Background: an optimization exercise with open tools, aiming at small area and a short achievable clock period. Do not read the settings as production practice.
No functional check of the RTL was part of any run shown here.
Power and IR drop assume default switching activity.

==> flow/design.v, too long to show whole: its modules and the start of the top module <==
// module hb_sum: 1384 lines
// module hb_fa: 4 lines
// module hb_ha: 4 lines
// module hb_fix: 9 lines
// module rate_ctl: 152 lines
module rate_ctl (
    input  wire               clk,
    input  wire               rst,         
    input  wire [1:0]         rate_sel,    
    input  wire               minphase,    
    input  wire               in_valid,
    input  wire signed [17:0] in_data,
    output reg                out_valid,
    output reg  signed [17:0] out_data
);
  // ...
==> flow/flow/run.sh <==
#!/bin/bash
# Layout flow: the standard ORFS flow with two changes.
#  - the port buffers are buf_4 cells instead of the resizer's default pick;
#  - timing repair aims for a setup slack of SETUP_SLACK_MARGIN ns, well above 0,
#    so the design is sized for the shortest period it can reach. The clock and
#    constraints are the standard flow's, unchanged.
# Each tool's output goes to the ORFS logs under orfs/logs; the make output to
# standard.log in the work folder.
set -euo pipefail
cd "$(dirname "$0")/.."
export BUFFER_PORTS_ARGS="-buffer_cell sky130_fd_sc_hd__buf_4"
export SETUP_SLACK_MARGIN=$(cat flow/margin.txt)
bash standard.sh > standard.log 2>&1
==> flow/flow/margin.txt <==
15.2
==> flow/standard.sh <==
#!/bin/bash
# synth_recipe.tcl (not shown) runs the flow's synth.tcl, then flattens the netlist and writes it again
# the make line also repeats each setting of config.mk as NAME=value (left out here)
make -C /OpenROAD-flow-scripts/flow DESIGN_CONFIG=/design/flow/config.mk WORK_HOME=/design/flow/orfs CLKGATE_MAP_FILE= SYNTH_SCRIPT=/design/flow/synth_recipe.tcl "${@:-finish}"
==> flow/config.mk <==
export PLATFORM = sky130hd
export DESIGN_NAME = rate_ctl
export DESIGN_NICKNAME = rate_ctl
export VERILOG_FILES = /design/flow/design.v
export SDC_FILE = /design/flow/constraint.sdc
export NUM_CORES = 4
export LEC_CHECK = 0
export ABC_CLOCK_PERIOD_IN_PS = 5000
export CAP_MARGIN = 20
export CORE_MARGIN = 2
export CORE_UTILIZATION = 40
export CTS_BUF_LIST = sky130_fd_sc_hd__clkbuf_8
export CTS_CLUSTER_DIAMETER = 60
export CTS_CLUSTER_SIZE = 14
export PLACE_DENSITY = 0.6
export SLEW_MARGIN = 20
export SYNTH_HIERARCHICAL = 1
==> flow/constraint.sdc <==
create_clock -name core_clock -period 20.0 [get_ports {clk}]
set_input_delay 4.0000 -clock core_clock [delete_from_list [all_inputs] [get_ports {clk}]]
set_output_delay 4.0000 -clock core_clock [all_outputs]
set_load 0.01 [all_outputs]
==> metrics.cfg, run 1 <==
[floorplan]
rows = 135
tap_cells = 1781

[power_and_ir_drop]
power_leader = sequential cells
combPwrFrac_pct = 36.4
pwr-share-seq_pct = 42.5
leakage_nw = 21.9

[logic_synthesis]
synth_area_leaders = edfxtp_1 46%, fa_1 16%, dfxtp_1 8.7%, ha_1 4.3%, a222oi_1 3.9%
synth-xor-area-share_pct = 1.85
synth_top_area_share_pct = 45.7
yosysSeqAreaShare_pct = 54.4
synth-async-reset-ratio_pct = 0
synth_top_family_by_area = adder cells

[clock_network]
clock_path_buffers = 3
cts_tree = done
cts_setup_buffers = 15
clk_pin_slew_ns = 0.09

[grt]
gr-max-usage-layer = met2

[layout]
nClkBuffers = 103
area_growth_syn_to_layout_pct = 8.53
top_area_cell_class = registers

[drt]
wirelength_microns = 171000
vias = 33400
drt_iter0_drc = 5094

[status]
status = complete, no violations

[placed_design]
port_buffers = 42
place_area_sq_um = 56000
dp_slack_ns = 13.13

[worst_setup_path]
worstPathCellList = buf_6
crit_fanout = 1

[sta]
worst_slew_pin_slew_ns = 1.22
holdWs_ns = 0.333
fin_crit_sh_pct = 26.5

==> run 2: changes to the inputs <==
==> flow/flow/margin.txt (replaced) <==
14.8
==> run 2 against run 1 <==
Global-route usage down 0.23 points. Hold slack better by 0.0051 ns. Utilization down 0.61 points. Count of clock-buffer cells in the layout down 7. Critical path depth unchanged. Register-to-register slack worse by 0.46 ns. Highest routed layer is now met5.
==> metrics.cfg, run 2 <==
[drt]
met1_length_microns = 71300
dr_wl_met2_microns = 74800
wl_met3_microns = 16900
vias = 33300  ; -0.31%
via_per_inst = 5.82
drcViolationCount = 0
avgRoutedWirePerCell_microns = 29.3
drt-pass1-iter-count = 10
drt_iter0_drc = 5417  ; +6.3%
wirelength_microns = 168000  ; -1.8%
final_antenna_net_count = 0
top_layer = met5

[clock_network]
clock_latency_ns = 0.85
h-tree-depth = 3
cts_sinks = 1066
clk_pin_slew_ns = 0.09  ; about the same
cts_tree = done
cts-buffers-inserted = 95
clock_path_buffers = 3  ; unchanged
cts-root-buf = clkbuf_8

[sta]
min_period_ns = 5.29
finalHoldViolations = 0
max_freq_mhz = 189
fin_crit_sh_pct = 26.5  ; about the same
setup_violations = 0
max-slew-margin-rel_pct = 19.0
fin_skew_ns = 0.0734
finalMaxSlewViolations = 0
rsz0062_at_grt = yes
fin_setup_tns_ns = 0
worst_slew_pin_slew_ns = 1.21  ; -0.00731 ns

[layout]
largestRegisters = h1e: 180 flops, h2e: 180 flops, h3e: 180 flops
final_common_cell = edfxtp_1
layout_common_cells = 829 x edfxtp_1, 429 x fa_1, 301 x nand2_1
final_cell_area_sq_um = 58300
area_growth_syn_to_layout_pct = 7.01
drive_above_1_share_pct = 9.37
utilization_pct = 43.1
fillers = 12200
nets = 4509

[power_and_ir_drop]
ir_worst_vdd_v = 0.0000871
power_density_nw_per_um2 = 106
leakage_nw = 21.6  ; -1.6%

[worst_setup_path]
required_ns = 16.00
critPathCaptureType = output pin
cp.buffers_inverters = 1
critPathSlowestCell = dfxtp_2
worstPathCellList = buf_6
max_stage_delay_ns = 0.33
crit_fanout = 1  ; unchanged
crit_family = flip-flops
critPathKind = reg -> out
start_kind = flop
arrival_ns = 1.29

[logic_synthesis]
yosysWarnings = 7
synth_area_leaders = edfxtp_1 46%, fa_1 16%, dfxtp_1 8.7%, ha_1 4.3%, a222oi_1 3.9%
synth_seq_cells = 1066
yosysSeqAreaShare_pct = 54.4  ; unchanged
syn_area_sq_um = 54400
synth-async-reset-ratio_pct = 0  ; unchanged
ys.flop_type = edfxtp_1
synth_top_area_share_pct = 45.7  ; unchanged
synth.distinct_cells = 81
netlist.top_cell.by_area = edfxtp_1
yosysMostFrequentCell = edfxtp_1
postSynthAreaPerCell_sq_um = 13.8
synthCells = 3939
yosys-top-cells-count = 829 x edfxtp_1, 429 x fa_1, 301 x nand2_1
synth_edf_count = 829

[placed_design]
place_hpwl_microns = 122000
place_area_sq_um = 56000  ; about the same
port_buffers = 42  ; unchanged
place.gp.congestion = 0.991

[floorplan]
dieArea_sq_um = 139000
core_sq_um = 135000
ioPinCount = 43
start_util_pct = 40.2
die-height_microns = 373
die_w_microns = 373
rows = 135  ; unchanged

[grt]
grt_max_degree = 162
antenna_found_initial = 4
grt_pass1_wl_microns = 236000
grt_pass1_vias = 32900
grt_remaining_overflow = 0
grtUsageTotal_pct = 23.6

[flow_run]
max-cap-violations = 0

[hold_path]
worstHoldPathType = reg -> reg

[status]
status = complete, no violations

run 2: changes by cell type in the layout (fill, tap and decap cells not counted), moves of 4 or more:
cell | previous run | this run
buf_6 | 33 | 22
a21oi_2 | 19 | 11
buf_4 | 81 | 73
buf_16 | 9 | 2
clkbuf_8 | 103 | 96
a21oi_1 | 150 | 156
dfxtp_1 | 210 | 216
clkbuf_16 | 6 | 1
dfxtp_2 | 25 | 20
inv_6 | 10 | 5
inv_8 | 7 | 2
clkinv_4 | 5 | 1
clkinv_8 | 1 | 5
run 2: stage by stage:
stage          std cells  worst slack [ns]  hold slack [ns]  total power (W)
4_1_cts             5710             14.63            0.341          0.00620
2_1_floorplan       3940             13.72            0.310          0.00456
3_3_place_gp        5534             13.18            0.315          0.00487
5_1_grt             5724             14.65            0.350          0.00651
6_report            5724             14.71            0.339          0.00619
3_5_place_dp        5535             13.27            0.314          0.00493
run 2: layout make-up:
class	instances	area [sq um]	share of cell area, %
diodes	3	7.51	0.0129
clock buffers	96	1320	2.27
clock inverters	72	503	0.863
inverters	208	788	1.35
multi-input cells	2386	22700	38.9
flip-flops and latches	1066	29700	50.9
well taps	1781	2230	3.82
repair buffers	112	1070	1.84
run 2: path summary, 6_finish.rpt:
check | slack, ns | cells after the start | to | start
hold reg to reg | 0.34 | 0 | tB[0] | tA[0]
hold / removal | 0.34 | 0 | tB[0] | tA[0]
setup reg to reg | 14.79 | 19 | X1[18] | cnt1[2]
setup / recovery | 14.71 | 1 | out_data[16] | out_data[16]
run 2: cell families after synthesis:
| kind of cell | synth area share, % |
|---|---|
| mux | 2.65 |
| buf+inv | 4.58 |
| other cells | 0.0138 |
| fa+ha+maj | 20.1 |
| flops | 54.4 |
| simple gates | 5.96 |
| xor+xnor | 1.85 |
| compound gates | 10.4 |
run 2: report_power, final:
part	switching [W]	leakage [nW]	internal [W]	total (W)
Combinational	0.00147	11.0	0.000798	0.00227
Sequential	0.0000586	9.45	0.00260	0.00266
Clock	0.000776	1.08	0.000485	0.00126
run 2: timing repair:
action,4_1_cts,5_1_grt
hold buffers,0,0
setup endpoints to repair,280,176
buffers inserted,7,8
pin swaps,4,6
resized for setup,53,30
run 2: routing by layer:
layer,vias to the layer above,track usage [%]
li1,14200,-
met1,17100,34.7
met2,1823,35.8
met3,240,4.14
met4,2,6.63
met5,-,0
run 2: per-module statistics from Yosys (local to each module, per instance):
module / times used / cells inside
hb_fa: 424 / 1
hb_fix: 1 / 72
hb_ha: 19 / 1
hb_sum: 1 / 757
rate_ctl: 1 / 2667
==> run 3: changes to the inputs <==
--- a/flow/config.mk
+++ b/flow/config.mk
@@ -8,10 +8,10 @@
 export ABC_CLOCK_PERIOD_IN_PS = 5000
 export CAP_MARGIN = 20
 export CORE_MARGIN = 2
-export CORE_UTILIZATION = 40
+export CORE_UTILIZATION = 65
 export CTS_BUF_LIST = sky130_fd_sc_hd__clkbuf_8
 export CTS_CLUSTER_DIAMETER = 60
 export CTS_CLUSTER_SIZE = 14
-export PLACE_DENSITY = 0.6
+export PLACE_DENSITY = 0.75
 export SLEW_MARGIN = 20
 export SYNTH_HIERARCHICAL = 1
==> run 3 against run 2 <==
First-iteration DRC count rose by 4.5%. Area after synthesis did not move. Non-clock buffer count fell by 11. Register-to-register slack improved by 0.08 ns. Count of clock-buffer cells in the layout fell by 4. Critical endpoint is now out_data[13]. Largest power group unchanged. Highest routed layer unchanged.
==> metrics.cfg, run 3 <==
[status]
status = complete, no violations

[logic_synthesis]
ys.flop_type = edfxtp_1
synth_seq_cells = 1066  ; unchanged
synth_area_leaders = edfxtp_1 46%, fa_1 16%, dfxtp_1 8.7%, ha_1 4.3%, a222oi_1 3.9%
synth_top_family_by_area = adder cells
synth_edf_count = 829  ; unchanged
postSynthAreaPerCell_sq_um = 13.8  ; unchanged
synth-simple-area-share_pct = 5.96  ; unchanged
synth-xor-area-share_pct = 1.85  ; unchanged
synth.distinct_cells = 81  ; unchanged
synth-async-reset-ratio_pct = 0  ; unchanged
synth_fa_ha_area_share_pct = 20.1  ; unchanged
yosysMostFrequentCell = edfxtp_1
synth_top_area_share_pct = 45.7  ; unchanged
yosysSeqAreaShare_pct = 54.4  ; unchanged
yosys-top-cells-count = 829 x edfxtp_1, 429 x fa_1, 301 x nand2_1
yosysWarnings = 7  ; unchanged
netlist.top_cell.by_area = edfxtp_1
syn_area_sq_um = 54400  ; unchanged
synth_compound_area_share_pct = 10.4  ; unchanged
synthCells = 3939  ; unchanged
muxShareOfSynthArea_pct = 2.65  ; unchanged

[drt]
final_antenna_net_count = 0  ; unchanged
wirelength_microns = 165000  ; -1.7%
vias = 34100  ; +2.3%
avgRoutedWirePerCell_microns = 32.8  ; +12%
drt_iter0_drc = 5663  ; +4.5%
drcViolationCount = 0  ; unchanged
via_per_inst = 6.79  ; +17%
drt-pass1-iter-count = 10  ; unchanged

[floorplan]
rows = 106  ; -21%
die-height_microns = 293  ; -21%
dieArea_sq_um = 86100  ; -38%
core_sq_um = 83300  ; -38%
ioPinCount = 43  ; unchanged
die_w_microns = 293  ; -21%
start_util_pct = 65.4  ; +25 points

[layout]
area_growth_syn_to_layout_pct = 5.09
fillers = 5799  ; -52%
fin_cells = 5020  ; -12%
final_common_cell = edfxtp_1
final_cell_area_sq_um = 57200  ; -1.8%
layout_common_cells = 829 x edfxtp_1, 429 x fa_1, 301 x nand2_1
area.sequential_sq_um = 29700  ; about the same
nets = 4495  ; -0.31%
drive_above_1_share_pct = 8.85  ; -0.52 points
largestRegisters = h1e: 180 flops, h2e: 180 flops, h3e: 180 flops
multi_input_area_sq_um = 22700  ; about the same

[placed_design]
place_hpwl_microns = 119000  ; -2.2%
port_buffers = 42  ; unchanged
dp.cells = 4835  ; -13%
place.gp.congestion = 1.06  ; +6.5%
place_area_sq_um = 55100  ; -1.6%

[power_and_ir_drop]
power_density_nw_per_um2 = 106  ; -0.60%
ir_worst_vdd_v = 0.000147  ; +69%
leakage_nw = 21.5  ; -0.22%

[hold_path]
worstHoldPathType = reg -> reg

[worst_setup_path]
cp.buffers_inverters = 1  ; unchanged
required_ns = 16.00  ; about the same
worstPathCellList = buf_6
critPathKind = reg -> out
crit_fanout = 1  ; unchanged
max_stage_delay_ns = 0.33  ; about the same
critPathSlowestCell = dfxtp_2
critPathCaptureType = output pin
arrival_ns = 1.22  ; -0.07 ns
crit_family = flip-flops
start_kind = flop

[clock_network]
cts-root-buf = clkbuf_8
clock_path_buffers = 3  ; unchanged
cts-hold-fix-buffers = 0  ; unchanged
cts_tree = done
clk_pin_slew_ns = 0.09  ; about the same
cts_sinks = 1066  ; unchanged
h-tree-depth = 3  ; unchanged
clock_latency_ns = 0.78  ; -0.07 ns
cts-buffers-inserted = 92  ; -3.2%

[grt]
grtUsageTotal_pct = 38.8  ; +15 points
grt_max_degree = 180  ; +11%
grt_remaining_overflow = 0  ; unchanged
antenna_found_initial = 6  ; +2
grt_pass1_vias = 34100  ; +3.6%
grt_pass1_wl_microns = 234000  ; -0.79%

[sta]
setup_violations = 0  ; unchanged
fin_crit_sh_pct = 26.1  ; -0.37 points
min_period_ns = 5.22  ; -0.0731 ns
rsz0062_at_grt = yes
finalHoldViolations = 0  ; unchanged
worst_slew_pin_slew_ns = 1.31  ; +0.0903 ns
finalMaxSlewViolations = 0  ; unchanged
fin_setup_tns_ns = 0  ; unchanged
max_freq_mhz = 192  ; +1.4%
max-slew-margin-rel_pct = 13.0  ; -6.0 points
fin_skew_ns = 0.0541  ; -0.0193 ns

[flow_run]
max-cap-violations = 0  ; unchanged

[run 3: worst paths after layout]
path	startpoint	slack, ns	cells after the start	endpoint
hold / removal	tA[1]	0.33	0	tB[1]
setup / recovery	out_data[13]	14.78	1	out_data[13]
setup reg to reg	cnt3[3]	14.87	15	X2[13]
hold reg to reg	tA[1]	0.33	0	tB[1]
[run 3: cells by family after synthesis]
family / Yosys count
mux: 138
xor+xnor: 115
buf+inv: 488
fa+ha+maj: 616
flops: 1066
other cells: 2
simple gates: 718
compound gates: 796
[run 3: modules after synthesis, one instance, submodules excluded]
module	cells inside	times used	flops+latches	area [sq um]
rate_ctl	2667	1	1066	41200
hb_sum	757	1	0	3950
hb_fix	72	1	0	541
hb_fa	1	424	0	20.0
hb_ha	1	19	0	12.5
[run 3: routing by layer]
metal  share of wire (%)  global-route usage (%)
met1                  36                    51.8
met2                  45                    58.8
met3                  12                    9.44
met4                 6.7                    22.3
met5               0.057                       0
[run 3: layout make-up]
type,count,area share [%]
Antenna cell,8,0.0350
Clock buffer,92,2.21
Clock inverter,79,0.785
Inverter,208,1.37
Multi-Input combinational cell,2386,39.7
Sequential cell,1066,51.8
Tap cell,1080,2.36
Timing Repair Buffer,101,1.74
[run 3: per-stage QoR]
step	total power [W]	utilization (%)	setup slack (ns)	hold slack [ns]
floorplan	0.00456	-	13.72	0.310
global placement	0.00479	66.2	13.76	0.313
detailed placement	0.00484	66.2	13.73	0.317
CTS	0.00602	68.5	14.76	0.334
global route	0.00632	68.7	14.71	0.339
finish	0.00605	68.7	14.78	0.330
[run 3: timing repair]
| item | 4_1_cts | 5_1_grt |
|---|---|---|
| setup endpoints to repair | 293 | 97 |
| buffers inserted | 1 | 3 |
| cloned | 1 | 0 |
| pin swaps | 2 | 6 |
| endpoints found under the hold margin | 0 | 0 |
| gates resized for setup | 49 | 25 |
[run 3: report_power, final]
part	total [W]	internal, W	switching [W]
logic	0.00217	0.000781	0.00139
registers	0.00266	0.00260	0.0000608
clock network	0.00121	0.000460	0.000748
total	0.00605	0.00385	0.00220
==> run 4: changes to the inputs <==
--- a/flow/config.mk
+++ b/flow/config.mk
@@ -9,9 +9,6 @@
 export CAP_MARGIN = 20
 export CORE_MARGIN = 2
 export CORE_UTILIZATION = 65
-export CTS_BUF_LIST = sky130_fd_sc_hd__clkbuf_8
-export CTS_CLUSTER_DIAMETER = 60
-export CTS_CLUSTER_SIZE = 14
 export PLACE_DENSITY = 0.75
 export SLEW_MARGIN = 20
 export SYNTH_HIERARCHICAL = 1
==> run 4 against run 3 <==
Largest cell class unchanged. Setup slack gained 0.061 ns. Still clean. Area after synthesis is the same. Synthesized cell count did not move. Flip-flop and latch count is the same. Global-route usage is 0.41 points higher. Sequential power is essentially flat. Highest routed layer unchanged. Hold slack worse by 0.0033 ns. Power rose by 15%. Die area is the same. Non-clock buffer count increased by 1.
==> metrics.cfg, run 4 <==
[sta]
rsz0062_at_grt = no
finalWorstSetupSlack_ns = 14.84  ; +0.0606 ns
finalHoldViolations = 0  ; unchanged
min_period_ns = 5.16  ; -0.0606 ns
finalMaxSlewViolations = 0  ; unchanged
worst_slew_pin_slew_ns = 1.21  ; -0.0996 ns
fin_skew_ns = 0.0421  ; -0.0120 ns
fin_crit_sh_pct = 25.8  ; -0.30 points
fin_setup_tns_ns = 0  ; unchanged
max_freq_mhz = 194  ; +1.2%
max-slew-margin-rel_pct = 19.6  ; +6.6 points
setup_violations = 0  ; unchanged

[layout]
drive_above_1_share_pct = 10.2  ; +1.3 points
largestRegisters = h1e: 180 flops, h2e: 180 flops, h3e: 180 flops
layout_common_cells = 829 x edfxtp_1, 429 x fa_1, 301 x nand2_1
nets = 4508  ; +0.29%
fillers = 5537  ; -4.5%
final_common_cell = edfxtp_1
area_growth_syn_to_layout_pct = 8.60

[flow_run]
max-cap-violations = 0  ; unchanged

[grt]
grt_remaining_overflow = 0  ; unchanged
antenna_found_initial = 10  ; +4
grt_pass1_vias = 34400  ; +1.0%
grt_max_degree = 180  ; unchanged
grt_pass1_wl_microns = 237000  ; +0.93%
grtUsageTotal_pct = 39.2  ; +0.41 points

[status]
status = complete, no violations

[logic_synthesis]
muxShareOfSynthArea_pct = 2.65  ; unchanged
yosysWarnings = 7  ; unchanged
ys.flop_type = edfxtp_1
syn_area_sq_um = 54400  ; unchanged
synth_area_leaders = edfxtp_1 46%, fa_1 16%, dfxtp_1 8.7%, ha_1 4.3%, a222oi_1 3.9%
synth_fa_ha_area_share_pct = 20.1  ; unchanged
yosysMostFrequentCell = edfxtp_1
synth_top_family_by_area = adder cells
synth_compound_area_share_pct = 10.4  ; unchanged
synth-xor-area-share_pct = 1.85  ; unchanged
postSynthAreaPerCell_sq_um = 13.8  ; unchanged
synthCells = 3939  ; unchanged
synth_seq_cells = 1066  ; unchanged
synth.distinct_cells = 81  ; unchanged
netlist.top_cell.by_area = edfxtp_1
synth_edf_count = 829  ; unchanged
synth-async-reset-ratio_pct = 0  ; unchanged
yosysSeqAreaShare_pct = 54.4  ; unchanged
synth-simple-area-share_pct = 5.96  ; unchanged
yosys-top-cells-count = 829 x edfxtp_1, 429 x fa_1, 301 x nand2_1
synth_top_area_share_pct = 45.7  ; unchanged

[clock_network]
cts_sinks = 1066  ; unchanged
cts-hold-fix-buffers = 0  ; unchanged
cts-root-buf = clkbuf_16
clock_path_buffers = 3  ; unchanged
clk_pin_slew_ns = 0.06  ; -0.03 ns
cts-buffers-inserted = 104  ; +13%
clock_latency_ns = 0.69  ; -0.09 ns
cts_tree = done
h-tree-depth = 3  ; unchanged

[drt]
drcViolationCount = 0  ; unchanged
via_per_inst = 6.79  ; about the same
final_antenna_net_count = 0  ; unchanged
drt-pass1-iter-count = 10  ; unchanged
drt_iter0_drc = 5330  ; -5.9%
avgRoutedWirePerCell_microns = 33.1  ; +0.69%
wirelength_microns = 167000  ; +1.1%
vias = 34200  ; +0.49%

[floorplan]
dieArea_sq_um = 86100  ; unchanged
core_sq_um = 83300  ; unchanged
rows = 106  ; unchanged
die_w_microns = 293  ; unchanged
start_util_pct = 65.4  ; unchanged
die-height_microns = 293  ; unchanged
ioPinCount = 43  ; unchanged

[hold_path]
hold_depth = 0  ; unchanged
worstHoldPathType = reg -> reg

[placed_design]
port_buffers = 42  ; unchanged
dp_slack_ns = 13.73  ; unchanged
place.gp.congestion = 1.06  ; unchanged
place_hpwl_microns = 119000  ; unchanged

[worst_setup_path]
cp.buffers_inverters = 1  ; unchanged
rr_worst_depth = 15  ; unchanged
critPathCaptureType = output pin
cp_num_cells = 1  ; unchanged
required_ns = 16.00  ; about the same
max_stage_delay_ns = 0.35  ; +0.02 ns
critPathSlowestCell = dfxtp_1
crit_family = flip-flops
worstPathCellList = buf_4
crit_fanout = 1  ; unchanged
start_kind = flop
arrival_ns = 1.16  ; -0.06 ns
critPathKind = reg -> out

[power_and_ir_drop]
power_density_nw_per_um2 = 117  ; +11%
leakage_nw = 22.2  ; +3.4%
finalPower_w = 0.00692  ; +15%
ir_worst_vdd_v = 0.000144  ; -2.1%

run 4: final timing paths:
check	start	to	slack [ns]
min reg2reg	tA[1]	tB[1]	0.33
min	tA[1]	tB[1]	0.33
max reg2reg	cnt3[3]	X2[13]	14.88
max	out_data[12]	out_data[12]	14.84
run 4: worst reg2reg max path: cells and delay by family (launching register included):
kind	cells	cell delay, ns
XOR/XNOR	1	0.15
AO/OA/AOI/OAI	9	2.92
adder cells (fa/ha/maj)	1	0.39
AND/OR/NAND/NOR	1	0.44
multiplexers	1	0.18
flip-flops	1	0.36
buffers and inverters	2	0.56
run 4: timing repair:
item,CTS,global route
pin swaps,3,4
setup buffers,2,3
resized for setup,25,22
setup endpoints to repair,288,173
cloned,1,0
run 4: area by class of cell:
| cell class | count | area (sq um) | share of cell area (%) |
|---|---|---|---|
| antenna | 1 | 2.50 | 0.00423 |
| clock buffer | 138 | 3010 | 5.08 |
| clock inverter | 59 | 707 | 1.20 |
| inverter | 208 | 783 | 1.32 |
| multi-input combinational | 2386 | 22700 | 38.4 |
| sequential | 1066 | 29600 | 50.1 |
| tap | 1080 | 1350 | 2.29 |
| timing repair buffer | 102 | 956 | 1.62 |
run 4: stage by stage:
step | std cells | util, % | instance area, sq um | hold WS, ns
final | 5040 | 71.0 | 59100 | 0.327
after global routing | 5040 | 71.0 | 59100 | 0.335
after CTS | 5035 | 70.8 | 59000 | 0.331
after detailed placement | 4835 | 66.2 | 55100 | 0.317
after global placement | 4834 | 66.2 | 55100 | 0.313
after floorplan | 3940 | - | 54500 | 0.310
run 4: logic make-up (layout without fill, tap and decap cells):
| group | Yosys count | count (layout) |
|---|---|---|
| AOI/OAI and AO/OA | 796 | 796 |
| xor gates and xnor gates | 115 | 115 |
| adders and majority gates | 616 | 616 |
| buffers and inverters | 488 | 507 |
| DFF | 1066 | 1066 |
| muxes | 138 | 138 |
| other | 2 | 4 |
| and+or+nand+nor | 718 | 718 |
run 4: modules after synthesis, one instance, submodules excluded:
module | copies in the design | flops+latches
hb_fa | 424 | 0
hb_ha | 19 | 0
hb_fix | 1 | 0
rate_ctl | 1 | 1066
hb_sum | 1 | 0
run 4: layer usage:
layer  global-route usage, %  part of all wire [%]  up-vias
met1                    51.5                    36    17200
met3                    9.73                    12      483
li1                        -                     -    14300
met4                    24.0                   7.0        8
met5                       0                 0.033        -
met2                    59.5                    45     2339
run 4: power by group:
| part | switching [W] | total, W | internal, W |
|---|---|---|---|
| logic | 0.00140 | 0.00217 | 0.000772 |
| registers | 0.0000585 | 0.00266 | 0.00260 |
| clock network | 0.000852 | 0.00209 | 0.00124 |
| total | 0.00231 | 0.00692 | 0.00462 |
==> module rate_ctl, before the edit <==
module rate_ctl (
    input  wire               clk,
    input  wire               rst,         
    input  wire [1:0]         rate_sel,    
    input  wire               minphase,    
    input  wire               in_valid,
    input  wire signed [17:0] in_data,
    output reg                out_valid,
    output reg  signed [17:0] out_data
);
    wire              acc = in_valid & ~rst;    
    reg        [1:0]  rs;         
    reg               cfgh;
    reg        [2:0]  cfgc;
    wire              cfg = cfgh;
    always @(posedge clk) begin
        if (rst) cfgh <= minphase;
        cfgc <= {cfgc[1:0], minphase};
        rs   <= rate_sel;
    end
    reg               vB;
    reg        [1:0]  tB;
    reg        [35:0] P0, P1;                  
    wire       [35:0] S0, S1;
    hb_fix u_fix (.P0(P0), .P1(P1), .S0(S0), .S1(S1));
    wire       [35:0] S   = S0 + S1;           
    wire       [16:0] zx  = S0[16:0] ^ S1[16:0];
    wire       [16:0] zo  = {S0[15:0] | S1[15:0], 1'b0};
    wire              tie = (zx == zo);
    wire       [18:0] r   = {S[35:18], S[17] & ~tie};
    wire       [17:0] y   = (r[18] != r[17]) ? {r[18], {17{~r[18]}}} : r[17:0];
    reg        [179:0] h1e;
    reg        [89:0]  h1o;
    reg                par1;
    reg        [3:0]   cnt1;
    reg                j1;
    wire               push1 = acc & (rs != 2'd0);
    wire               new1  = push1 & ~par1;
    always @(posedge clk) begin
        if (push1 & ~par1) h1e <= {h1e[161:0], in_data};
        if (push1 &  par1) h1o <= {h1o[71:0], in_data};
        if (rst) begin
            par1 <= 1'b0;
            cnt1 <= 4'd0;
            j1   <= 1'b0;
        end else begin
            par1 <= par1 ^ push1;
            if (push1 & ~par1 & (cnt1 != 4'd10)) cnt1 <= cnt1 + 4'd1;
            j1   <= new1;
        end
    end
    wire               push2 = vB & (tB == 2'd1) & rs[1];
    wire               push3 = vB & (tB == 2'd2) & (rs == 2'd3);
    reg        [179:0] h2e, h3e;
    reg        [89:0]  h2o, h3o;
    reg        [17:0]  h3p;
    reg                par2, par3;
    reg        [3:0]   cnt2, cnt3;
    reg                pend2, pend3;      
    reg                iss2, iss3;        
    wire               iss1  = j1;
    wire               new2  = push2 & ~par2;
    wire               new3  = push3 & ~par3;
    wire               pend2n = (pend2 & ~iss2) | new2;
    wire               pend3n = (pend3 & ~iss3) | new3;
    always @(posedge clk) begin
        if (push2 & ~par2) h2e <= {h2e[161:0], y};
        if (push2 &  par2) h2o <= {h2o[71:0], y};
        if (push3 & ~par3) begin
            h3e <= {h3e[161:0], y};
            h3o <= {h3o[71:0], h3p};
        end
        if (push3 & par3) h3p <= y;
        if (rst) begin
            par2  <= 1'b0;
            par3  <= 1'b0;
            cnt2  <= 4'd0;
            cnt3  <= 4'd0;
            pend2 <= 1'b0;
            pend3 <= 1'b0;
            iss2  <= 1'b0;
            iss3  <= 1'b0;
        end else begin
            par2 <= par2 ^ push2;
            par3 <= par3 ^ push3;
            if (push2 & ~par2 & (cnt2 != 4'd10)) cnt2 <= cnt2 + 4'd1;
            if (push3 & ~par3 & (cnt3 != 4'd10)) cnt3 <= cnt3 + 4'd1;
            pend2 <= pend2n;
            pend3 <= pend3n;
            iss2  <= pend2n & ~new1;
            iss3  <= pend3n & ~new1 & ~pend2n;
        end
    end
    wire [17:0] ve [0:9];
    wire [17:0] vo [0:4];
    genvar j;
    generate
        for (j = 0; j < 10; j = j + 1) begin : g_e
            assign ve[j] = ({18{iss1 & (cnt1 > j)}} & h1e[18*j +: 18])
                         | ({18{iss2 & (cnt2 > j)}} & h2e[18*j +: 18])
                         | ({18{iss3 & (cnt3 > j)}} & h3e[18*j +: 18]);
        end
        for (j = 0; j < 5; j = j + 1) begin : g_o
            assign vo[j] = ({18{iss1 & (cnt1 > j + 1)}} & h1o[18*j +: 18])
                         | ({18{iss2 & (cnt2 > j + 1)}} & h2o[18*j +: 18])
                         | ({18{iss3 & (cnt3 > j + 1)}} & h3o[18*j +: 18]);
        end
    endgenerate
    wire signed [17:0] a1 = ve[0];
    wire signed [17:0] b1 = cfg ? vo[1] : ve[9];
    wire signed [19:0] a2 = cfg ? {ve[1], 2'b00} : {{2{ve[1][17]}}, ve[1]};
    wire signed [17:0] b2 = cfg ? ve[2] : ve[8];
    wire signed [17:0] a3 = cfg ? vo[0] : ve[2];
    wire signed [17:0] b3 = cfg ? 18'd0 : ve[7];
    wire signed [17:0] a4 = cfg ? vo[2] : ve[3];
    wire signed [17:0] b4 = cfg ? 18'd0 : ve[6];
    wire signed [17:0] a5 = cfg ? ve[3] : ve[4];
    wire signed [17:0] b5 = cfg ? 18'd0 : ve[5];
    reg               vA;
    reg        [1:0]  tA;
    reg signed [18:0] X1, X3, X4, X5;
    reg signed [20:0] X2;
    reg signed [17:0] X6;
    always @(posedge clk) begin
        X1 <= a1 + b1;
        X2 <= a2 + b2;
        X3 <= a3 + b3;
        X4 <= a4 + b4;
        X5 <= a5 + b5;
        X6 <= cfg ? 18'd0 : vo[4];
        tA <= iss1 ? 2'd1 : iss2 ? 2'd2 : 2'd3;
        if (rst) vA <= 1'b0;
        else     vA <= iss1 | iss2 | iss3;
    end
    wire [35:0] T0, T1;
    hb_sum u_sum (.cfg(cfgc), .X1(X1), .X2(X2), .X3(X3), .X4(X4), .X5(X5),
                  .X6(X6), .P0(T0), .P1(T1));
    always @(posedge clk) begin
        P0 <= T0;
        P1 <= T1;
        tB <= tA;
        if (rst) vB <= 1'b0;
        else     vB <= vA;
    end
    wire              res = vB & (tB == rs);
    always @(posedge clk) begin
        if (rst)              out_valid <= 1'b0;
        else if (rs == 2'd0)  out_valid <= in_valid;
        else                  out_valid <= res;
        out_data <= (rs == 2'd0) ? in_data : y;
    end
endmodule
==> run 5: changes to the inputs <==
--- a/flow/design.v
+++ b/flow/design.v
@@ -1390,6 +1390,350 @@
     assign s  = a ^ b;
     assign co = a & b;
 endmodule
+module hb_add19 (input wire [18:0] a, input wire [18:0] b, output wire [18:0] s);
+    wire [18:0] p, g;
+    hb_ha h0 (.a(a[0]), .b(b[0]), .s(p[0]), .co(g[0]));
+    hb_ha h1 (.a(a[1]), .b(b[1]), .s(p[1]), .co(g[1]));
+    hb_ha h2 (.a(a[2]), .b(b[2]), .s(p[2]), .co(g[2]));
+    hb_ha h3 (.a(a[3]), .b(b[3]), .s(p[3]), .co(g[3]));
+    hb_ha h4 (.a(a[4]), .b(b[4]), .s(p[4]), .co(g[4]));
+    hb_ha h5 (.a(a[5]), .b(b[5]), .s(p[5]), .co(g[5]));
+    hb_ha h6 (.a(a[6]), .b(b[6]), .s(p[6]), .co(g[6]));
+    hb_ha h7 (.a(a[7]), .b(b[7]), .s(p[7]), .co(g[7]));
+    hb_ha h8 (.a(a[8]), .b(b[8]), .s(p[8]), .co(g[8]));
+    hb_ha h9 (.a(a[9]), .b(b[9]), .s(p[9]), .co(g[9]));
+    hb_ha h10 (.a(a[10]), .b(b[10]), .s(p[10]), .co(g[10]));
+    hb_ha h11 (.a(a[11]), .b(b[11]), .s(p[11]), .co(g[11]));
+    hb_ha h12 (.a(a[12]), .b(b[12]), .s(p[12]), .co(g[12]));
+    hb_ha h13 (.a(a[13]), .b(b[13]), .s(p[13]), .co(g[13]));
+    hb_ha h14 (.a(a[14]), .b(b[14]), .s(p[14]), .co(g[14]));
+    hb_ha h15 (.a(a[15]), .b(b[15]), .s(p[15]), .co(g[15]));
+    hb_ha h16 (.a(a[16]), .b(b[16]), .s(p[16]), .co(g[16]));
+    hb_ha h17 (.a(a[17]), .b(b[17]), .s(p[17]), .co(g[17]));
+    hb_ha h18 (.a(a[18]), .b(b[18]), .s(p[18]), .co(g[18]));
+    wire G0 = g[1] | (p[1] & g[0]);
+    wire P0 = p[1] & p[0];
+    wire G1 = g[3] | (p[3] & g[2]);
+    wire P1 = p[3] & p[2];
+    wire G2 = g[5] | (p[5] & g[4]);
+    wire P2 = p[5] & p[4];
+    wire G3 = g[7] | (p[7] & g[6]);
+    wire P3 = p[7] & p[6];
+    wire G4 = g[9] | (p[9] & g[8]);
+    wire P4 = p[9] & p[8];
+    wire G5 = g[11] | (p[11] & g[10]);
+    wire P5 = p[11] & p[10];
+    wire G6 = g[13] | (p[13] & g[12]);
+    wire P6 = p[13] & p[12];
+    wire G7 = g[15] | (p[15] & g[14]);
+    wire P7 = p[15] & p[14];
+    wire G8 = g[17] | (p[17] & g[16]);
+    wire P8 = p[17] & p[16];
+    wire G9 = G1 | (P1 & G0);
+    wire P9 = P1 & P0;
+    wire G10 = G3 | (P3 & G2);
+    wire P10 = P3 & P2;
+    wire G11 = G5 | (P5 & G4);
+    wire P11 = P5 & P4;
+    wire G12 = G7 | (P7 & G6);
+    wire P12 = P7 & P6;
+    wire G13 = G10 | (P10 & G9);
+    wire P13 = P10 & P9;
+    wire G14 = G12 | (P12 & G11);
+    wire P14 = P12 & P11;
+    wire G15 = G14 | (P14 & G13);
+    wire P15 = P14 & P13;
+    wire G16 = G11 | (P11 & G13);
+    wire P16 = P11 & P13;
+    wire G17 = G2 | (P2 & G9);
+    wire P17 = P2 & P9;
+    wire G18 = G4 | (P4 & G13);
+    wire P18 = P4 & P13;
+    wire G19 = G6 | (P6 & G16);
+    wire P19 = P6 & P16;
+    wire G20 = G8 | (P8 & G15);
+    wire P20 = P8 & P15;
+    wire G21 = g[2] | (p[2] & G0);
+    wire P21 = p[2] & P0;
+    wire G22 = g[4] | (p[4] & G9);
+    wire P22 = p[4] & P9;
+    wire G23 = g[6] | (p[6] & G17);
+    wire P23 = p[6] & P17;
+    wire G24 = g[8] | (p[8] & G13);
+    wire P24 = p[8] & P13;
+    wire G25 = g[10] | (p[10] & G18);
+    wire P25 = p[10] & P18;
+    wire G26 = g[12] | (p[12] & G16);
+    wire P26 = p[12] & P16;
+    wire G27 = g[14] | (p[14] & G19);
+    wire P27 = p[14] & P19;
+    wire G28 = g[16] | (p[16] & G15);
+    wire P28 = p[16] & P15;
+    wire G29 = g[18] | (p[18] & G20);
+    wire P29 = p[18] & P20;
+    assign s = p ^ {G20, G28, G15, G27, G19, G26, G16, G25, G18, G24, G13, G23, G17, G22, G9, G21, G0, g[0], 1'b0};
+endmodule
+module hb_add21 (input wire [20:0] a, input wire [20:0] b, output wire [20:0] s);
+    wire [20:0] p, g;
+    hb_ha h0 (.a(a[0]), .b(b[0]), .s(p[0]), .co(g[0]));
+    hb_ha h1 (.a(a[1]), .b(b[1]), .s(p[1]), .co(g[1]));
+    hb_ha h2 (.a(a[2]), .b(b[2]), .s(p[2]), .co(g[2]));
+    hb_ha h3 (.a(a[3]), .b(b[3]), .s(p[3]), .co(g[3]));
+    hb_ha h4 (.a(a[4]), .b(b[4]), .s(p[4]), .co(g[4]));
+    hb_ha h5 (.a(a[5]), .b(b[5]), .s(p[5]), .co(g[5]));
+    hb_ha h6 (.a(a[6]), .b(b[6]), .s(p[6]), .co(g[6]));
+    hb_ha h7 (.a(a[7]), .b(b[7]), .s(p[7]), .co(g[7]));
+    hb_ha h8 (.a(a[8]), .b(b[8]), .s(p[8]), .co(g[8]));
+    hb_ha h9 (.a(a[9]), .b(b[9]), .s(p[9]), .co(g[9]));
+    hb_ha h10 (.a(a[10]), .b(b[10]), .s(p[10]), .co(g[10]));
+    hb_ha h11 (.a(a[11]), .b(b[11]), .s(p[11]), .co(g[11]));
+    hb_ha h12 (.a(a[12]), .b(b[12]), .s(p[12]), .co(g[12]));
+    hb_ha h13 (.a(a[13]), .b(b[13]), .s(p[13]), .co(g[13]));
+    hb_ha h14 (.a(a[14]), .b(b[14]), .s(p[14]), .co(g[14]));
+    hb_ha h15 (.a(a[15]), .b(b[15]), .s(p[15]), .co(g[15]));
+    hb_ha h16 (.a(a[16]), .b(b[16]), .s(p[16]), .co(g[16]));
+    hb_ha h17 (.a(a[17]), .b(b[17]), .s(p[17]), .co(g[17]));
+    hb_ha h18 (.a(a[18]), .b(b[18]), .s(p[18]), .co(g[18]));
+    hb_ha h19 (.a(a[19]), .b(b[19]), .s(p[19]), .co(g[19]));
+    hb_ha h20 (.a(a[20]), .b(b[20]), .s(p[20]), .co(g[20]));
+    wire G0 = g[1] | (p[1] & g[0]);
+    wire P0 = p[1] & p[0];
+    wire G1 = g[3] | (p[3] & g[2]);
+    wire P1 = p[3] & p[2];
+    wire G2 = g[5] | (p[5] & g[4]);
+    wire P2 = p[5] & p[4];
+    wire G3 = g[7] | (p[7] & g[6]);
+    wire P3 = p[7] & p[6];
+    wire G4 = g[9] | (p[9] & g[8]);
+    wire P4 = p[9] & p[8];
+    wire G5 = g[11] | (p[11] & g[10]);
+    wire P5 = p[11] & p[10];
+    wire G6 = g[13] | (p[13] & g[12]);
+    wire P6 = p[13] & p[12];
+    wire G7 = g[15] | (p[15] & g[14]);
+    wire P7 = p[15] & p[14];
+    wire G8 = g[17] | (p[17] & g[16]);
+    wire P8 = p[17] & p[16];
+    wire G9 = g[19] | (p[19] & g[18]);
+    wire P9 = p[19] & p[18];
+    wire G10 = G1 | (P1 & G0);
+    wire P10 = P1 & P0;
+    wire G11 = G3 | (P3 & G2);
+    wire P11 = P3 & P2;
+    wire G12 = G5 | (P5 & G4);
+    wire P12 = P5 & P4;
+    wire G13 = G7 | (P7 & G6);
+    wire P13 = P7 & P6;
+    wire G14 = G9 | (P9 & G8);
+    wire P14 = P9 & P8;
+    wire G15 = G11 | (P11 & G10);
+    wire P15 = P11 & P10;
+    wire G16 = G13 | (P13 & G12);
+    wire P16 = P13 & P12;
+    wire G17 = G16 | (P16 & G15);
+    wire P17 = P16 & P15;
+    wire G18 = G12 | (P12 & G15);
+    wire P18 = P12 & P15;
+    wire G19 = G14 | (P14 & G17);
+    wire P19 = P14 & P17;
+    wire G20 = G2 | (P2 & G10);
+    wire P20 = P2 & P10;
+    wire G21 = G4 | (P4 & G15);
+    wire P21 = P4 & P15;
+    wire G22 = G6 | (P6 & G18);
+    wire P22 = P6 & P18;
+    wire G23 = G8 | (P8 & G17);
+    wire P23 = P8 & P17;
+    wire G24 = g[2] | (p[2] & G0);
+    wire P24 = p[2] & P0;
+    wire G25 = g[4] | (p[4] & G10);
+    wire P25 = p[4] & P10;
+    wire G26 = g[6] | (p[6] & G20);
+    wire P26 = p[6] & P20;
+    wire G27 = g[8] | (p[8] & G15);
+    wire P27 = p[8] & P15;
+    wire G28 = g[10] | (p[10] & G21);
+    wire P28 = p[10] & P21;
+    wire G29 = g[12] | (p[12] & G18);
+    wire P29 = p[12] & P18;
+    wire G30 = g[14] | (p[14] & G22);
+    wire P30 = p[14] & P22;
+    wire G31 = g[16] | (p[16] & G17);
+    wire P31 = p[16] & P17;
+    wire G32 = g[18] | (p[18] & G23);
+    wire P32 = p[18] & P23;
+    wire G33 = g[20] | (p[20] & G19);
+    wire P33 = p[20] & P19;
+    assign s = p ^ {G19, G32, G23, G31, G17, G30, G22, G29, G18, G28, G21, G27, G15, G26, G20, G25, G10, G24, G0, g[0], 1'b0};
+endmodule
+module hb_add36 (input wire [35:0] a, input wire [35:0] b, output wire [35:0] s);
+    wire [35:0] p, g;
+    hb_ha h0 (.a(a[0]), .b(b[0]), .s(p[0]), .co(g[0]));
+    hb_ha h1 (.a(a[1]), .b(b[1]), .s(p[1]), .co(g[1]));
+    hb_ha h2 (.a(a[2]), .b(b[2]), .s(p[2]), .co(g[2]));
+    hb_ha h3 (.a(a[3]), .b(b[3]), .s(p[3]), .co(g[3]));
+    hb_ha h4 (.a(a[4]), .b(b[4]), .s(p[4]), .co(g[4]));
+    hb_ha h5 (.a(a[5]), .b(b[5]), .s(p[5]), .co(g[5]));
+    hb_ha h6 (.a(a[6]), .b(b[6]), .s(p[6]), .co(g[6]));
+    hb_ha h7 (.a(a[7]), .b(b[7]), .s(p[7]), .co(g[7]));
+    hb_ha h8 (.a(a[8]), .b(b[8]), .s(p[8]), .co(g[8]));
+    hb_ha h9 (.a(a[9]), .b(b[9]), .s(p[9]), .co(g[9]));
+    hb_ha h10 (.a(a[10]), .b(b[10]), .s(p[10]), .co(g[10]));
+    hb_ha h11 (.a(a[11]), .b(b[11]), .s(p[11]), .co(g[11]));
+    hb_ha h12 (.a(a[12]), .b(b[12]), .s(p[12]), .co(g[12]));
+    hb_ha h13 (.a(a[13]), .b(b[13]), .s(p[13]), .co(g[13]));
+    hb_ha h14 (.a(a[14]), .b(b[14]), .s(p[14]), .co(g[14]));
+    hb_ha h15 (.a(a[15]), .b(b[15]), .s(p[15]), .co(g[15]));
+    hb_ha h16 (.a(a[16]), .b(b[16]), .s(p[16]), .co(g[16]));
+    hb_ha h17 (.a(a[17]), .b(b[17]), .s(p[17]), .co(g[17]));
+    hb_ha h18 (.a(a[18]), .b(b[18]), .s(p[18]), .co(g[18]));
+    hb_ha h19 (.a(a[19]), .b(b[19]), .s(p[19]), .co(g[19]));
+    hb_ha h20 (.a(a[20]), .b(b[20]), .s(p[20]), .co(g[20]));
+    hb_ha h21 (.a(a[21]), .b(b[21]), .s(p[21]), .co(g[21]));
+    hb_ha h22 (.a(a[22]), .b(b[22]), .s(p[22]), .co(g[22]));
+    hb_ha h23 (.a(a[23]), .b(b[23]), .s(p[23]), .co(g[23]));
+    hb_ha h24 (.a(a[24]), .b(b[24]), .s(p[24]), .co(g[24]));
+    hb_ha h25 (.a(a[25]), .b(b[25]), .s(p[25]), .co(g[25]));
+    hb_ha h26 (.a(a[26]), .b(b[26]), .s(p[26]), .co(g[26]));
+    hb_ha h27 (.a(a[27]), .b(b[27]), .s(p[27]), .co(g[27]));
+    hb_ha h28 (.a(a[28]), .b(b[28]), .s(p[28]), .co(g[28]));
+    hb_ha h29 (.a(a[29]), .b(b[29]), .s(p[29]), .co(g[29]));
+    hb_ha h30 (.a(a[30]), .b(b[30]), .s(p[30]), .co(g[30]));
+    hb_ha h31 (.a(a[31]), .b(b[31]), .s(p[31]), .co(g[31]));
+    hb_ha h32 (.a(a[32]), .b(b[32]), .s(p[32]), .co(g[32]));
+    hb_ha h33 (.a(a[33]), .b(b[33]), .s(p[33]), .co(g[33]));
+    hb_ha h34 (.a(a[34]), .b(b[34]), .s(p[34]), .co(g[34]));
+    hb_ha h35 (.a(a[35]), .b(b[35]), .s(p[35]), .co(g[35]));
+    wire G0 = g[1] | (p[1] & g[0]);
+    wire P0 = p[1] & p[0];
+    wire G1 = g[3] | (p[3] & g[2]);
+    wire P1 = p[3] & p[2];
+    wire G2 = g[5] | (p[5] & g[4]);
+    wire P2 = p[5] & p[4];
+    wire G3 = g[7] | (p[7] & g[6]);
+    wire P3 = p[7] & p[6];
+    wire G4 = g[9] | (p[9] & g[8]);
+    wire P4 = p[9] & p[8];
+    wire G5 = g[11] | (p[11] & g[10]);
+    wire P5 = p[11] & p[10];
+    wire G6 = g[13] | (p[13] & g[12]);
+    wire P6 = p[13] & p[12];
+    wire G7 = g[15] | (p[15] & g[14]);
+    wire P7 = p[15] & p[14];
+    wire G8 = g[17] | (p[17] & g[16]);
+    wire P8 = p[17] & p[16];
+    wire G9 = g[19] | (p[19] & g[18]);
+    wire P9 = p[19] & p[18];
+    wire G10 = g[21] | (p[21] & g[20]);
+    wire P10 = p[21] & p[20];
+    wire G11 = g[23] | (p[23] & g[22]);
+    wire P11 = p[23] & p[22];
+    wire G12 = g[25] | (p[25] & g[24]);
+    wire P12 = p[25] & p[24];
+    wire G13 = g[27] | (p[27] & g[26]);
+    wire P13 = p[27] & p[26];
+    wire G14 = g[29] | (p[29] & g[28]);
+    wire P14 = p[29] & p[28];
+    wire G15 = g[31] | (p[31] & g[30]);
+    wire P15 = p[31] & p[30];
+    wire G16 = g[33] | (p[33] & g[32]);
+    wire P16 = p[33] & p[32];
+    wire G17 = g[35] | (p[35] & g[34]);
+    wire P17 = p[35] & p[34];
+    wire G18 = G1 | (P1 & G0);
+    wire P18 = P1 & P0;
+    wire G19 = G3 | (P3 & G2);
+    wire P19 = P3 & P2;
+    wire G20 = G5 | (P5 & G4);
+    wire P20 = P5 & P4;
+    wire G21 = G7 | (P7 & G6);
+    wire P21 = P7 & P6;
+    wire G22 = G9 | (P9 & G8);
+    wire P22 = P9 & P8;
+    wire G23 = G11 | (P11 & G10);
+    wire P23 = P11 & P10;
+    wire G24 = G13 | (P13 & G12);
+    wire P24 = P13 & P12;
+    wire G25 = G15 | (P15 & G14);
+    wire P25 = P15 & P14;
+    wire G26 = G17 | (P17 & G16);
+    wire P26 = P17 & P16;
+    wire G27 = G19 | (P19 & G18);
+    wire P27 = P19 & P18;
+    wire G28 = G21 | (P21 & G20);
+    wire P28 = P21 & P20;
+    wire G29 = G23 | (P23 & G22);
+    wire P29 = P23 & P22;
+    wire G30 = G25 | (P25 & G24);
+    wire P30 = P25 & P24;
+    wire G31 = G28 | (P28 & G27);
+    wire P31 = P28 & P27;
+    wire G32 = G30 | (P30 & G29);
+    wire P32 = P30 & P29;
+    wire G33 = G32 | (P32 & G31);
+    wire P33 = P32 & P31;
+    wire G34 = G29 | (P29 & G31);
+    wire P34 = P29 & P31;
+    wire G35 = G20 | (P20 & G27);
+    wire P35 = P20 & P27;
+    wire G36 = G22 | (P22 & G31);
+    wire P36 = P22 & P31;
+    wire G37 = G24 | (P24 & G34);
+    wire P37 = P24 & P34;
+    wire G38 = G26 | (P26 & G33);
+    wire P38 = P26 & P33;
+    wire G39 = G2 | (P2 & G18);
+    wire P39 = P2 & P18;
+    wire G40 = G4 | (P4 & G27);
+    wire P40 = P4 & P27;
+    wire G41 = G6 | (P6 & G35);
+    wire P41 = P6 & P35;
+    wire G42 = G8 | (P8 & G31);
+    wire P42 = P8 & P31;
+    wire G43 = G10 | (P10 & G36);
+    wire P43 = P10 & P36;
+    wire G44 = G12 | (P12 & G34);
+    wire P44 = P12 & P34;
+    wire G45 = G14 | (P14 & G37);
+    wire P45 = P14 & P37;
+    wire G46 = G16 | (P16 & G33);
+    wire P46 = P16 & P33;
+    wire G47 = g[2] | (p[2] & G0);
+    wire P47 = p[2] & P0;
+    wire G48 = g[4] | (p[4] & G18);
+    wire P48 = p[4] & P18;
+    wire G49 = g[6] | (p[6] & G39);
+    wire P49 = p[6] & P39;
+    wire G50 = g[8] | (p[8] & G27);
+    wire P50 = p[8] & P27;
+    wire G51 = g[10] | (p[10] & G40);
+    wire P51 = p[10] & P40;
+    wire G52 = g[12] | (p[12] & G35);
+    wire P52 = p[12] & P35;
+    wire G53 = g[14] | (p[14] & G41);
+    wire P53 = p[14] & P41;
+    wire G54 = g[16] | (p[16] & G31);
+    wire P54 = p[16] & P31;
+    wire G55 = g[18] | (p[18] & G42);
+    wire P55 = p[18] & P42;
+    wire G56 = g[20] | (p[20] & G36);
+    wire P56 = p[20] & P36;
+    wire G57 = g[22] | (p[22] & G43);
+    wire P57 = p[22] & P43;
+    wire G58 = g[24] | (p[24] & G34);
+    wire P58 = p[24] & P34;
+    wire G59 = g[26] | (p[26] & G44);
+    wire P59 = p[26] & P44;
+    wire G60 = g[28] | (p[28] & G37);
+    wire P60 = p[28] & P37;
+    wire G61 = g[30] | (p[30] & G45);
+    wire P61 = p[30] & P45;
+    wire G62 = g[32] | (p[32] & G33);
+    wire P62 = p[32] & P33;
+    wire G63 = g[34] | (p[34] & G46);
+    wire P63 = p[34] & P46;
+    assign s = p ^ {G63, G46, G62, G33, G61, G45, G60, G37, G59, G44, G58, G34, G57, G43, G56, G36, G55, G42, G54, G31, G53, G41, G52, G35, G51, G40, G50, G27, G49, G39, G48, G18, G47, G0, g[0], 1'b0};
+endmodule
 module hb_fix (
     input  wire [35:0] P0,
     input  wire [35:0] P1,
@@ -1424,7 +1768,8 @@
     reg        [35:0] P0, P1;                  
     wire       [35:0] S0, S1;
     hb_fix u_fix (.P0(P0), .P1(P1), .S0(S0), .S1(S1));
-    wire       [35:0] S   = S0 + S1;           
+    wire       [35:0] S;                       
+    hb_add36 u_add (.a(S0), .b(S1), .s(S));
     wire       [16:0] zx  = S0[16:0] ^ S1[16:0];
     wire       [16:0] zo  = {S0[15:0] | S1[15:0], 1'b0};
     wire              tie = (zx == zo);
@@ -1517,17 +1862,24 @@
     wire signed [17:0] b4 = cfg ? 18'd0 : ve[6];
     wire signed [17:0] a5 = cfg ? ve[3] : ve[4];
     wire signed [17:0] b5 = cfg ? 18'd0 : ve[5];
+    wire signed [18:0] x1, x3, x4, x5;
+    wire signed [20:0] x2;
+    hb_add19 u_a1 (.a({a1[17], a1}), .b({b1[17], b1}), .s(x1));
+    hb_add21 u_a2 (.a({a2[19], a2}), .b({{3{b2[17]}}, b2}), .s(x2));
+    hb_add19 u_a3 (.a({a3[17], a3}), .b({b3[17], b3}), .s(x3));
+    hb_add19 u_a4 (.a({a4[17], a4}), .b({b4[17], b4}), .s(x4));
+    hb_add19 u_a5 (.a({a5[17], a5}), .b({b5[17], b5}), .s(x5));
     reg               vA;
     reg        [1:0]  tA;
     reg signed [18:0] X1, X3, X4, X5;
     reg signed [20:0] X2;
     reg signed [17:0] X6;
     always @(posedge clk) begin
-        X1 <= a1 + b1;
-        X2 <= a2 + b2;
-        X3 <= a3 + b3;
-        X4 <= a4 + b4;
-        X5 <= a5 + b5;
+        X1 <= x1;
+        X2 <= x2;
+        X3 <= x3;
+        X4 <= x4;
+        X5 <= x5;
         X6 <= cfg ? 18'd0 : vo[4];
         tA <= iss1 ? 2'd1 : iss2 ? 2'd2 : 2'd3;
         if (rst) vA <= 1'b0;
--- a/flow/config.mk
+++ b/flow/config.mk
@@ -9,6 +9,9 @@
 export CAP_MARGIN = 20
 export CORE_MARGIN = 2
 export CORE_UTILIZATION = 65
+export CTS_BUF_LIST = sky130_fd_sc_hd__clkbuf_8
+export CTS_CLUSTER_DIAMETER = 60
+export CTS_CLUSTER_SIZE = 14
 export PLACE_DENSITY = 0.75
 export SLEW_MARGIN = 20
 export SYNTH_HIERARCHICAL = 1
==> run 5 against run 4 <==
Global-route usage fell by 0.059 points. Non-clock buffer count rose by 1. Hold slack improved by 0.013 ns. Combinational power fell by 36%. Cell area fell by 4.8%. Still clean on timing, DRC and antenna. Critical endpoint is now out_data[17].
==> metrics.cfg, run 5 <==
[floorplan]
start_util_pct = 65.7  ; +0.29 points
die-height_microns = 292  ; -0.56%
core_sq_um = 82000  ; -1.6%
dieArea_sq_um = 85100  ; -1.1%
rows = 105  ; -0.94%
ioPinCount = 43  ; unchanged
die_w_microns = 292  ; -0.56%

[layout]
final_common_cell = edfxtp_1
nets = 4384  ; -2.8%
layout_common_cells = 829 x edfxtp_1, 424 x fa_1, 290 x nand2_1
area_growth_syn_to_layout_pct = 4.59
fillers = 5435  ; -1.8%
largestRegisters = h1e: 180 flops, h2e: 180 flops, h3e: 180 flops
drive_above_1_share_pct = 8.40  ; -1.7 points

[logic_synthesis]
yosysWarnings = 7  ; unchanged
syn_area_sq_um = 53800  ; -1.1%
postSynthAreaPerCell_sq_um = 14.2  ; +2.8%
synthCells = 3787  ; -3.9%

[sta]
fin_crit_sh_pct = 26.0  ; +0.18 points
finalHoldViolations = 0  ; unchanged
max_freq_mhz = 193  ; -0.69%
finalMaxSlewViolations = 0  ; unchanged
min_period_ns = 5.19  ; +0.0356 ns
rsz0062_at_grt = yes
holdWs_ns = 0.340  ; +0.0131 ns
setup_violations = 0  ; unchanged
worst_slew_pin_slew_ns = 1.28  ; +0.0756 ns
fin_setup_tns_ns = 0  ; unchanged
max-slew-margin-rel_pct = 14.6  ; -5.0 points
fin_skew_ns = 0.0463  ; +0.00420 ns

[clock_network]
cts-root-buf = clkbuf_8
clock_path_buffers = 3  ; unchanged
cts_tree = done
clock_latency_ns = 0.76  ; +0.07 ns
h-tree-depth = 3  ; unchanged
cts_sinks = 1066  ; unchanged
cts-hold-fix-buffers = 0  ; unchanged
cts-buffers-inserted = 93  ; -11%
clk_pin_slew_ns = 0.09  ; +0.03 ns

[status]
status = complete, no violations

[worst_setup_path]
critPathKind = reg -> out
start_kind = flop
rr_worst_depth = 16  ; +1
arrival_ns = 1.19  ; +0.03 ns
max_stage_delay_ns = 0.33  ; -0.02 ns
crit_fanout = 1  ; unchanged
worstPathCellList = buf_6
critPathSlowestCell = dfxtp_2
crit_family = flip-flops
critPathCaptureType = output pin
cp.buffers_inverters = 1  ; unchanged
cp_num_cells = 1  ; unchanged
required_ns = 16.00  ; about the same

[grt]
grt_pass1_wl_microns = 235000  ; -0.80%
grt_remaining_overflow = 0  ; unchanged
antenna_found_initial = 10  ; unchanged
grt_pass1_vias = 33800  ; -1.8%
grt_max_degree = 100  ; -44%
grtUsageTotal_pct = 39.2  ; -0.059 points

[drt]
via_per_inst = 6.91  ; +1.7%
final_antenna_net_count = 0  ; unchanged
drt_iter0_drc = 6073  ; +14%
wirelength_microns = 167000  ; +0.21%
drt-pass1-iter-count = 10  ; unchanged
vias = 33400  ; -2.4%
avgRoutedWirePerCell_microns = 34.5  ; +4.4%
drcViolationCount = 0  ; unchanged

[hold_path]
hold_depth = 0  ; unchanged
worstHoldPathType = reg -> reg

[placed_design]
port_buffers = 42  ; unchanged
place.gp.congestion = 0.989  ; -6.2%
place_hpwl_microns = 120000  ; +1.1%

[power_and_ir_drop]
power_density_nw_per_um2 = 92.2  ; -21%
ir_worst_vdd_v = 0.000135  ; -6.2%
leakage_nw = 21.7  ; -2.6%

[flow_run]
max-cap-violations = 0  ; unchanged

run 5: metrics by stage:
stage               utilization (%)  std cells  area [sq um]  setup slack [ns]  power [W]
global placement               66.0       4645         54100             12.55    0.00392
global route                   68.7       4832         56300             14.77    0.00541
CTS                            68.4       4818         56100             14.77    0.00515
detailed placement             66.0       4645         54100             12.42    0.00398
floorplan                         -       3788         53900             13.75    0.00372
finish                         68.7       4836         56300             14.81    0.00519
run 5: cell type report:
type | count | area, sq um | area share [%]
clock buffers | 95 | 1310 | 2.32
clock inverters | 74 | 383 | 0.680
multi-input cells | 2242 | 21900 | 38.9
flip-flops and latches | 1066 | 29700 | 52.7
well taps | 1070 | 1340 | 2.38
diodes | 6 | 15.0 | 0.0267
inverters | 180 | 678 | 1.20
repair buffers | 103 | 1030 | 1.84
run 5: power breakdown:
group          internal (W)  switching [W]
combinational      0.000492       0.000901
clock              0.000455       0.000732
sequential          0.00256      0.0000515
total               0.00350        0.00168
run 5: final timing paths:
check / slack [ns] / end / from
setup reg to reg: 14.81 / X2[13] / cnt3[0]
setup / recovery: 14.81 / out_data[17] / out_data[17]
hold / removal: 0.34 / tB[1] / tA[1]
hold reg to reg: 0.34 / tB[1] / tA[1]
run 5: repair_timing:
action                     4_1_cts  5_1_grt
pin swaps                        1        6
resized for setup               57       17
setup endpoints to repair      330      247
cloned                           1        2
setup buffers                    3        9
run 5: per-layer routing:
metal / share of wire, % / track usage, % / wire, microns / vias up
met3: 14 / 9.76 / 22600 / 465
met2: 45 / 60.2 / 75700 / 2644
met4: 5.0 / 16.2 / 8300 / 4
li1: - / - / - / 13600
met1: 36 / 54.0 / 60500 / 16700
met5: 0.019 / 0 / 31 / -
==> run 6: changes to the inputs <==
--- a/flow/config.mk
+++ b/flow/config.mk
@@ -8,10 +8,10 @@
 export ABC_CLOCK_PERIOD_IN_PS = 5000
 export CAP_MARGIN = 20
 export CORE_MARGIN = 2
-export CORE_UTILIZATION = 65
+export CORE_UTILIZATION = 75
 export CTS_BUF_LIST = sky130_fd_sc_hd__clkbuf_8
 export CTS_CLUSTER_DIAMETER = 60
 export CTS_CLUSTER_SIZE = 14
-export PLACE_DENSITY = 0.75
+export PLACE_DENSITY = 0.85
 export SLEW_MARGIN = 20
 export SYNTH_HIERARCHICAL = 1
==> run 6 against run 5 <==
The run now fails in 5_1_grt. Area after synthesis is the same. Synthesized cell count is the same.
==> metrics.cfg, run 6 <==
[floorplan]
die-height_microns = 272  ; -6.8%
rows = 98  ; -6.7%
ioPinCount = 43  ; unchanged
start_util_pct = 75.6  ; +9.9 points
die_w_microns = 272  ; -6.8%

[placed_design]
place.gp.congestion = 1.03  ; +4.0%
place_hpwl_microns = 123000  ; +2.2%
dp_slack_ns = 12.61  ; +0.189 ns
port_buffers = 42  ; unchanged

[grt]
antenna_found_initial = 23
grtUsageTotal_pct = 80.5
grt_max_degree = 93
grt_remaining_overflow = 96

[status]
stop_stage = 5_1_grt
status = aborted with a tool error
stop_error = [ERROR GRT-0232] Routing congestion too high. Check the congestion heatmap in the GUI.

[clock_network]
cts-root-buf = clkbuf_8
h-tree-depth = 3  ; unchanged
cts-buffers-inserted = 91  ; -2.2%
cts_sinks = 1066  ; unchanged
clock_path_buffers = 3  ; unchanged

[logic_synthesis]
yosysWarnings = 7  ; unchanged
synthCells = 3787  ; unchanged
syn_area_sq_um = 53800  ; unchanged
postSynthAreaPerCell_sq_um = 14.2  ; unchanged

[sta]
worst_endpoint = out_data[3]
worst-ep-kind = primary output

run 6: metrics by stage:
step           cell area, sq um  std cells  power, W
2_1_floorplan             53900       3788   0.00372
3_3_place_gp              54000       4523   0.00394
4_1_cts                   56000       4704   0.00522
3_5_place_dp              54000       4523   0.00402
run 6: worst min-delay path by stage:
stage	cells after the start	startpoint	endpoint	slack, ns
3_5_place_dp	0	tA[0]	tB[0]	0.32
3_3_place_gp	0	tA[1]	tB[1]	0.32
2_1_floorplan	0	tA[0]	tB[0]	0.31
4_1_cts	0	tA[0]	tB[0]	0.35
run 6: routing by layer:
| metal | overflow | global-route usage, % |
|---|---|---|
| met5 | 3 | 61.2 |
| met4 | 17 | 71.5 |
| met1 | 28 | 79.6 |
| met3 | 16 | 74.4 |
| met2 | 32 | 92.3 |
run 6: what timing repair did:
action	4_1_cts
cloned	2
setup endpoints to repair	304
hold buffers	0
pin swaps	4
setup buffers	8
gates resized for setup	51
run 6: power groups by stage:
stage	clock network (W)	logic, W	registers (W)
2_1_floorplan	0	0.00108	0.00264
3_5_place_dp	0	0.00137	0.00265
3_3_place_gp	0	0.00130	0.00264
4_1_cts	0.00120	0.00141	0.00261

[port drivers added, routing unchanged]
No port has a modelled driver above. Below, the same layouts with a new extraction and two added sets of constraints. Step 1 (the two cells are an assumption about what drives the block):
set clk [get_ports {clk}]
set_driving_cell -lib_cell sky130_fd_sc_hd__clkbuf_16 $clk
set_driving_cell -lib_cell sky130_fd_sc_hd__buf_2 [delete_from_list [all_inputs] $clk]
Step 2 also shifts input and output timing later by t, the mid clock arrival at the registers, as if the neighbouring blocks saw the same clock. Three values: no drivers, after step 1, after step 2; two values: the first two.
| run | t, ns | setup WS [ns] | worst setup path at the end | latest minus earliest clock arrival (ns) |
|---|---|---|---|---|
| run 1 | 0.881 | 14.707 / 14.639 / 14.371 | input to register | 0.053 / 0.054 |
| run 2 | 0.891 | 14.708 / 14.631 / 14.015 | input to register | 0.073 / 0.073 |
| run 3 | 0.822 | 14.781 / 14.712 / 14.073 | input to register | 0.058 / 0.058 |
| run 4 | 0.742 | 14.841 / 14.768 / 14.181 | input to register | 0.043 / 0.043 |
| run 5 | 0.805 | 14.806 / 14.738 / 14.133 | input to register | 0.046 / 0.046 |
After both steps setup and hold are still met in every run listed. For run 3, which loses most, drivers alone change the setup slack by -0.069 ns; drivers and shift together by -0.708 ns.
